Background: an optimization exercise with open tools, aiming at small area, a short achievable clock period and few clock cycles per item. Do not read the settings as production practice. Function was checked by simulation only, so behaviour that the tests miss may differ from the original.

==> inputs of 06-27 <==
// aligned_dot8
module aligned_dot8 (
    input  wire         clk,
    input  wire         rst,
    input  wire         in_valid,
    input  wire [127:0] a_vec,
    input  wire [127:0] b_vec,
    input  wire         ftz,
    output wire         out_valid,
    output wire [31:0]  sum_word,
    output wire [31:0]  comp_word,
    output wire         ovf
);
export LEC_CHECK = 0
export ABC_AREA = 1
export CAP_MARGIN = 20
export CORE_MARGIN = 2
export CORE_UTILIZATION = 40
export PLACE_DENSITY = 0.55
export SLEW_MARGIN = 20
export SYNTH_HIERARCHICAL = 1
create_clock -name core_clock -period 90.0 [get_ports {clk}]
standard.sh (not shown) runs the stock make flow with config.mk's settings and CLKGATE_MAP_FILE= SYNTH_SCRIPT=/design/flow/synth_recipe.tcl, a recipe that flattens the netlist after the stock synthesis.
==> flow/flow/run.sh <==
#!/bin/bash
# The standard layout, with the port buffers made from the small buf_2 cell
# (the standard flow's buffer_ports picks clkdlybuf4s50_1). Every port still
# gets its own buffer. make's full output goes to flow_make.log here; ORFS
# keeps each step's own log under orfs/logs.
set -euo pipefail
export BUFFER_PORTS_ARGS="-buffer_cell sky130_fd_sc_hd__buf_2"
bash standard.sh > flow_make.log 2>&1
==> 05-08 (differences from 06-27) <==
--- a/flow/design.v
+++ b/flow/design.v
@@ -1010,17 +1010,24 @@
     wire [8*16-1:0] prod_b = a_q[0 +: 128];
     wire [8*9-1:0]  raw_b  = a_q[128 +: 72];
     wire [8*10-1:0] lead_b = a_q[200 +: 80];
     wire [7:0]      nks_b  = a_q[280 +: 8];
     wire [2:0]      fl_b   = a_q[288 +: 3];
     wire            ftz_b  = a_q[291];
-    function [9:0] max2(input [9:0] x, input [9:0] y);
-        max2 = (x > y) ? x : y;
-    endfunction
-    wire [9:0] e_b = max2(max2(max2(lead_b[0 +: 10], lead_b[10 +: 10]), max2(lead_b[20 +: 10], lead_b[30 +: 10])),
-                          max2(max2(lead_b[40 +: 10], lead_b[50 +: 10]), max2(lead_b[60 +: 10], lead_b[70 +: 10])));
+    reg [9:0] e_b;
+    reg [7:0] cand, hit;
+    integer kb, ib;
+    always @* begin
+        cand = 8'hFF;
+        for (ib = 9; ib >= 0; ib = ib - 1) begin
+            for (kb = 0; kb < 8; kb = kb + 1)
+                hit[kb] = cand[kb] & lead_b[10*kb + ib];
+            e_b[ib] = |hit;
+            if (e_b[ib]) cand = hit;
+        end
+    end
     wire [7:0] live_b;
     generate
         for (gk = 0; gk < 8; gk = gk + 1) begin : g_live
             assign live_b[gk] = (lead_b[10*gk +: 10] != 10'd0);
         end
     endgenerate
==> flow/flow/run.sh (replaced) <==
#!/bin/bash
# The standard layout, with the port buffers made from the small buf_1 cell
# (the standard flow's buffer_ports picks clkdlybuf4s50_1). Every port still
# gets its own buffer. make's full output goes to flow_make.log here; ORFS
# keeps each step's own log under orfs/logs.
set -euo pipefail
export BUFFER_PORTS_ARGS="-buffer_cell sky130_fd_sc_hd__buf_1"
bash standard.sh > flow_make.log 2>&1
- CORE_UTILIZATION: 40 -> 55
- CTS_CLUSTER_DIAMETER: default -> 150
- CTS_CLUSTER_SIZE: default -> 20
- PLACE_DENSITY: 0.55 -> 0.7
==> 01-24 (differences from 06-27) <==
--- a/flow/design.v
+++ b/flow/design.v
@@ -943,27 +943,37 @@
     reg [LAT-1:0] vpipe;
     always @(posedge clk) begin
         if (rst) vpipe <= {LAT{1'b0}};
         else     vpipe <= {vpipe, in_valid};
     end
     assign out_valid = vpipe[LAT-1];
-    reg  [256:0] in_r;
-    always @(posedge clk) in_r <= {ftz, b_vec, a_vec};
-    wire [256:0] in_q = P_IN ? in_r : {ftz, b_vec, a_vec};
-    wire [127:0] a0   = in_q[127:0];
-    wire [127:0] b0   = in_q[255:128];
-    wire         ftz0 = in_q[256];
+    genvar gk;
+    wire [119:0] ma_in, mb_in;
+    wire [7:0]   sg_in;
+    generate
+        for (gk = 0; gk < 8; gk = gk + 1) begin : g_in
+            assign ma_in[15*gk +: 15] = a_vec[16*gk +: 15];
+            assign mb_in[15*gk +: 15] = b_vec[16*gk +: 15];
+            assign sg_in[gk]          = a_vec[16*gk + 15] ^ b_vec[16*gk + 15];
+        end
+    endgenerate
+    reg  [248:0] in_r;
+    always @(posedge clk) in_r <= {ftz, sg_in, mb_in, ma_in};
+    wire [248:0] in_q = P_IN ? in_r : {ftz, sg_in, mb_in, ma_in};
+    wire [119:0] a0   = in_q[119:0];
+    wire [119:0] b0   = in_q[239:120];
+    wire [7:0]   sg0  = in_q[247:240];
+    wire         ftz0 = in_q[248];
     wire [8*16-1:0] prod_a;
     wire [8*9-1:0]  raw_a;
     wire [8*10-1:0] lead_a;
     wire [7:0]      fin_a, neg_a, nan_a, inf_a;
-    genvar gk;
     generate
         for (gk = 0; gk < 8; gk = gk + 1) begin : g_lane
-            wire [15:0] a = a0[16*gk +: 16];
-            wire [15:0] b = b0[16*gk +: 16];
+            wire [14:0] a = a0[15*gk +: 15];
+            wire [14:0] b = b0[15*gk +: 15];
             wire [7:0] ea = a[14:7];
             wire [7:0] eb = b[14:7];
             wire [6:0] ma = a[6:0];
             wire [6:0] mb = b[6:0];
             wire a_e0 = (ea == 8'h00);
             wire b_e0 = (eb == 8'h00);
@@ -973,13 +983,13 @@
             wire b_m0 = (mb == 7'd0);
             wire a_zero = a_e0 & (a_m0 | ftz0);
             wire b_zero = b_e0 & (b_m0 | ftz0);
             wire a_inf  = a_ef & a_m0;
             wire b_inf  = b_ef & b_m0;
             wire fin    = ~(a_ef | b_ef | a_zero | b_zero);
-            assign neg_a[gk] = a[15] ^ b[15];
+            assign neg_a[gk] = sg0[gk];
             assign nan_a[gk] = (a_ef & ~a_m0) | (b_ef & ~b_m0) | (a_inf & b_zero) | (b_inf & a_zero);
             assign inf_a[gk] = ~nan_a[gk] & (a_inf | b_inf);
             assign fin_a[gk] = fin;
             wire [15:0] pn;
             ad8_mul8 u_mul (.a({~a_e0, ma}), .b({~b_e0, mb}), .pn(pn));
             wire [15:0] p = ~pn;
@@ -1010,17 +1020,24 @@
     wire [8*16-1:0] prod_b = a_q[0 +: 128];
     wire [8*9-1:0]  raw_b  = a_q[128 +: 72];
     wire [8*10-1:0] lead_b = a_q[200 +: 80];
     wire [7:0]      nks_b  = a_q[280 +: 8];
     wire [2:0]      fl_b   = a_q[288 +: 3];
     wire            ftz_b  = a_q[291];
-    function [9:0] max2(input [9:0] x, input [9:0] y);
-        max2 = (x > y) ? x : y;
-    endfunction
-    wire [9:0] e_b = max2(max2(max2(lead_b[0 +: 10], lead_b[10 +: 10]), max2(lead_b[20 +: 10], lead_b[30 +: 10])),
-                          max2(max2(lead_b[40 +: 10], lead_b[50 +: 10]), max2(lead_b[60 +: 10], lead_b[70 +: 10])));
+    reg [9:0] e_b;
+    reg [7:0] cand, hit;
+    integer kb, ib;
+    always @* begin
+        cand = 8'hFF;
+        for (ib = 9; ib >= 0; ib = ib - 1) begin
+            for (kb = 0; kb < 8; kb = kb + 1)
+                hit[kb] = cand[kb] & lead_b[10*kb + ib];
+            e_b[ib] = |hit;
+            if (e_b[ib]) cand = hit;
+        end
+    end
     wire [7:0] live_b;
     generate
         for (gk = 0; gk < 8; gk = gk + 1) begin : g_live
             assign live_b[gk] = (lead_b[10*gk +: 10] != 10'd0);
         end
     endgenerate
==> flow/flow/run.sh (replaced) <==
#!/bin/bash
# The standard layout, with the port buffers made from the small buf_1 cell
# (the standard flow's buffer_ports picks clkdlybuf4s50_1). Every port still
# gets its own buffer. make's full output goes to flow_make.log here; ORFS
# keeps each step's own log under orfs/logs.
set -euo pipefail
export BUFFER_PORTS_ARGS="-buffer_cell sky130_fd_sc_hd__buf_1"
bash standard.sh > flow_make.log 2>&1
- CORE_UTILIZATION: 40 -> 62
- CTS_CLUSTER_DIAMETER: default -> 150
- CTS_CLUSTER_SIZE: default -> 20
- PLACE_DENSITY: 0.55 -> 0.78
==> 04-14 (differences from 06-27) <==
--- a/flow/design.v
+++ b/flow/design.v
@@ -943,27 +943,37 @@
     reg [LAT-1:0] vpipe;
     always @(posedge clk) begin
         if (rst) vpipe <= {LAT{1'b0}};
         else     vpipe <= {vpipe, in_valid};
     end
     assign out_valid = vpipe[LAT-1];
-    reg  [256:0] in_r;
-    always @(posedge clk) in_r <= {ftz, b_vec, a_vec};
-    wire [256:0] in_q = P_IN ? in_r : {ftz, b_vec, a_vec};
-    wire [127:0] a0   = in_q[127:0];
-    wire [127:0] b0   = in_q[255:128];
-    wire         ftz0 = in_q[256];
+    genvar gk;
+    wire [119:0] ma_in, mb_in;
+    wire [7:0]   sg_in;
+    generate
+        for (gk = 0; gk < 8; gk = gk + 1) begin : g_in
+            assign ma_in[15*gk +: 15] = a_vec[16*gk +: 15];
+            assign mb_in[15*gk +: 15] = b_vec[16*gk +: 15];
+            assign sg_in[gk]          = a_vec[16*gk + 15] ^ b_vec[16*gk + 15];
+        end
+    endgenerate
+    reg  [248:0] in_r;
+    always @(posedge clk) in_r <= {ftz, sg_in, mb_in, ma_in};
+    wire [248:0] in_q = P_IN ? in_r : {ftz, sg_in, mb_in, ma_in};
+    wire [119:0] a0   = in_q[119:0];
+    wire [119:0] b0   = in_q[239:120];
+    wire [7:0]   sg0  = in_q[247:240];
+    wire         ftz0 = in_q[248];
     wire [8*16-1:0] prod_a;
     wire [8*9-1:0]  raw_a;
     wire [8*10-1:0] lead_a;
     wire [7:0]      fin_a, neg_a, nan_a, inf_a;
-    genvar gk;
     generate
         for (gk = 0; gk < 8; gk = gk + 1) begin : g_lane
-            wire [15:0] a = a0[16*gk +: 16];
-            wire [15:0] b = b0[16*gk +: 16];
+            wire [14:0] a = a0[15*gk +: 15];
+            wire [14:0] b = b0[15*gk +: 15];
             wire [7:0] ea = a[14:7];
             wire [7:0] eb = b[14:7];
             wire [6:0] ma = a[6:0];
             wire [6:0] mb = b[6:0];
             wire a_e0 = (ea == 8'h00);
             wire b_e0 = (eb == 8'h00);
@@ -973,13 +983,13 @@
             wire b_m0 = (mb == 7'd0);
             wire a_zero = a_e0 & (a_m0 | ftz0);
             wire b_zero = b_e0 & (b_m0 | ftz0);
             wire a_inf  = a_ef & a_m0;
             wire b_inf  = b_ef & b_m0;
             wire fin    = ~(a_ef | b_ef | a_zero | b_zero);
-            assign neg_a[gk] = a[15] ^ b[15];
+            assign neg_a[gk] = sg0[gk];
             assign nan_a[gk] = (a_ef & ~a_m0) | (b_ef & ~b_m0) | (a_inf & b_zero) | (b_inf & a_zero);
             assign inf_a[gk] = ~nan_a[gk] & (a_inf | b_inf);
             assign fin_a[gk] = fin;
             wire [15:0] pn;
             ad8_mul8 u_mul (.a({~a_e0, ma}), .b({~b_e0, mb}), .pn(pn));
             wire [15:0] p = ~pn;
@@ -1010,17 +1020,24 @@
     wire [8*16-1:0] prod_b = a_q[0 +: 128];
     wire [8*9-1:0]  raw_b  = a_q[128 +: 72];
     wire [8*10-1:0] lead_b = a_q[200 +: 80];
     wire [7:0]      nks_b  = a_q[280 +: 8];
     wire [2:0]      fl_b   = a_q[288 +: 3];
     wire            ftz_b  = a_q[291];
-    function [9:0] max2(input [9:0] x, input [9:0] y);
-        max2 = (x > y) ? x : y;
-    endfunction
-    wire [9:0] e_b = max2(max2(max2(lead_b[0 +: 10], lead_b[10 +: 10]), max2(lead_b[20 +: 10], lead_b[30 +: 10])),
-                          max2(max2(lead_b[40 +: 10], lead_b[50 +: 10]), max2(lead_b[60 +: 10], lead_b[70 +: 10])));
+    reg [9:0] e_b;
+    reg [7:0] cand, hit;
+    integer kb, ib;
+    always @* begin
+        cand = 8'hFF;
+        for (ib = 9; ib >= 0; ib = ib - 1) begin
+            for (kb = 0; kb < 8; kb = kb + 1)
+                hit[kb] = cand[kb] & lead_b[10*kb + ib];
+            e_b[ib] = |hit;
+            if (e_b[ib]) cand = hit;
+        end
+    end
     wire [7:0] live_b;
     generate
         for (gk = 0; gk < 8; gk = gk + 1) begin : g_live
             assign live_b[gk] = (lead_b[10*gk +: 10] != 10'd0);
         end
     endgenerate
==> flow/flow/run.sh (replaced) <==
#!/bin/bash
# The standard layout, with the port buffers made from the small buf_1 cell
# (the standard flow's buffer_ports picks clkdlybuf4s50_1). Every port still
# gets its own buffer. make's full output goes to flow_make.log here; ORFS
# keeps each step's own log under orfs/logs.
set -euo pipefail
export BUFFER_PORTS_ARGS="-buffer_cell sky130_fd_sc_hd__buf_1"
bash standard.sh > flow_make.log 2>&1
- CORE_UTILIZATION: 40 -> 55
- CTS_CLUSTER_DIAMETER: default -> 150
- CTS_CLUSTER_SIZE: default -> 20
- PLACE_DENSITY: 0.55 -> 0.7
==> notes <==
04-14 finished with timing, DRC and antenna clean. 01-24 finished with timing, DRC and antenna clean. 05-08 finished clean. 06-27 produced a clean layout. Worst hold slack: 06-27 is lower than 05-08 (0.017 ns). Core utilization, lowest first: 06-27, 04-14, 05-08, 01-24. Non-clock buffer count: 05-08 is lower than 06-27 (6). First-iteration DRC count: 06-27 is lower than 04-14 (about 18%). The lowest via count belongs to 05-08, the highest to 01-24. Between 05-08 and 04-14, the lower synthesized area is in 04-14 (gap about 0.6%, measured against 04-14).
Testbench counts of 06-27, summed over its fixed seeds: cycles 24,024, items 24,000.
Testbench counts of 05-08, summed over its fixed seeds: cycles 24,024, items 24,000.
Testbench counts of 01-24, summed over its fixed seeds: cycles 24,024, items 24,000.
Testbench counts of 04-14, summed over its fixed seeds: cycles 24,024, items 24,000.

==> separate check: timing with driven ports <==
Ports are ideal in the flow. The routed layouts listed here were re-timed in OpenROAD. Step 1 sets driving cells, clkbuf_16 on the clock port and buf_2 on the other inputs (assumed; they add their load-dependent delay and slew). Step 2, shift: input delay + t, output delay - t, t = (earliest + latest rising clock arrival at the registers) / 2. This alone moves slack from input paths to output paths. Three values: no drivers, after step 1, after step 2; two values: the first two.
run	shift t [ns]	slack for setup (ns)	worst setup path after step 2	clock arrival spread, ns	worst slew at a driven data input, ns
06-27	0.786	70.821 / 70.738 / 71.524	register to output	0.064 / 0.064	0.05
05-08	0.705	70.851 / 70.773 / 71.478	register to output	0.041 / 0.041	0.07
01-24	0.736	70.811 / 70.729 / 71.137	register to register	0.064 / 0.063	0.05
04-14	0.728	70.858 / 70.775 / 71.503	register to output	0.042 / 0.042	0.06
After both steps every run listed still meets setup and hold.
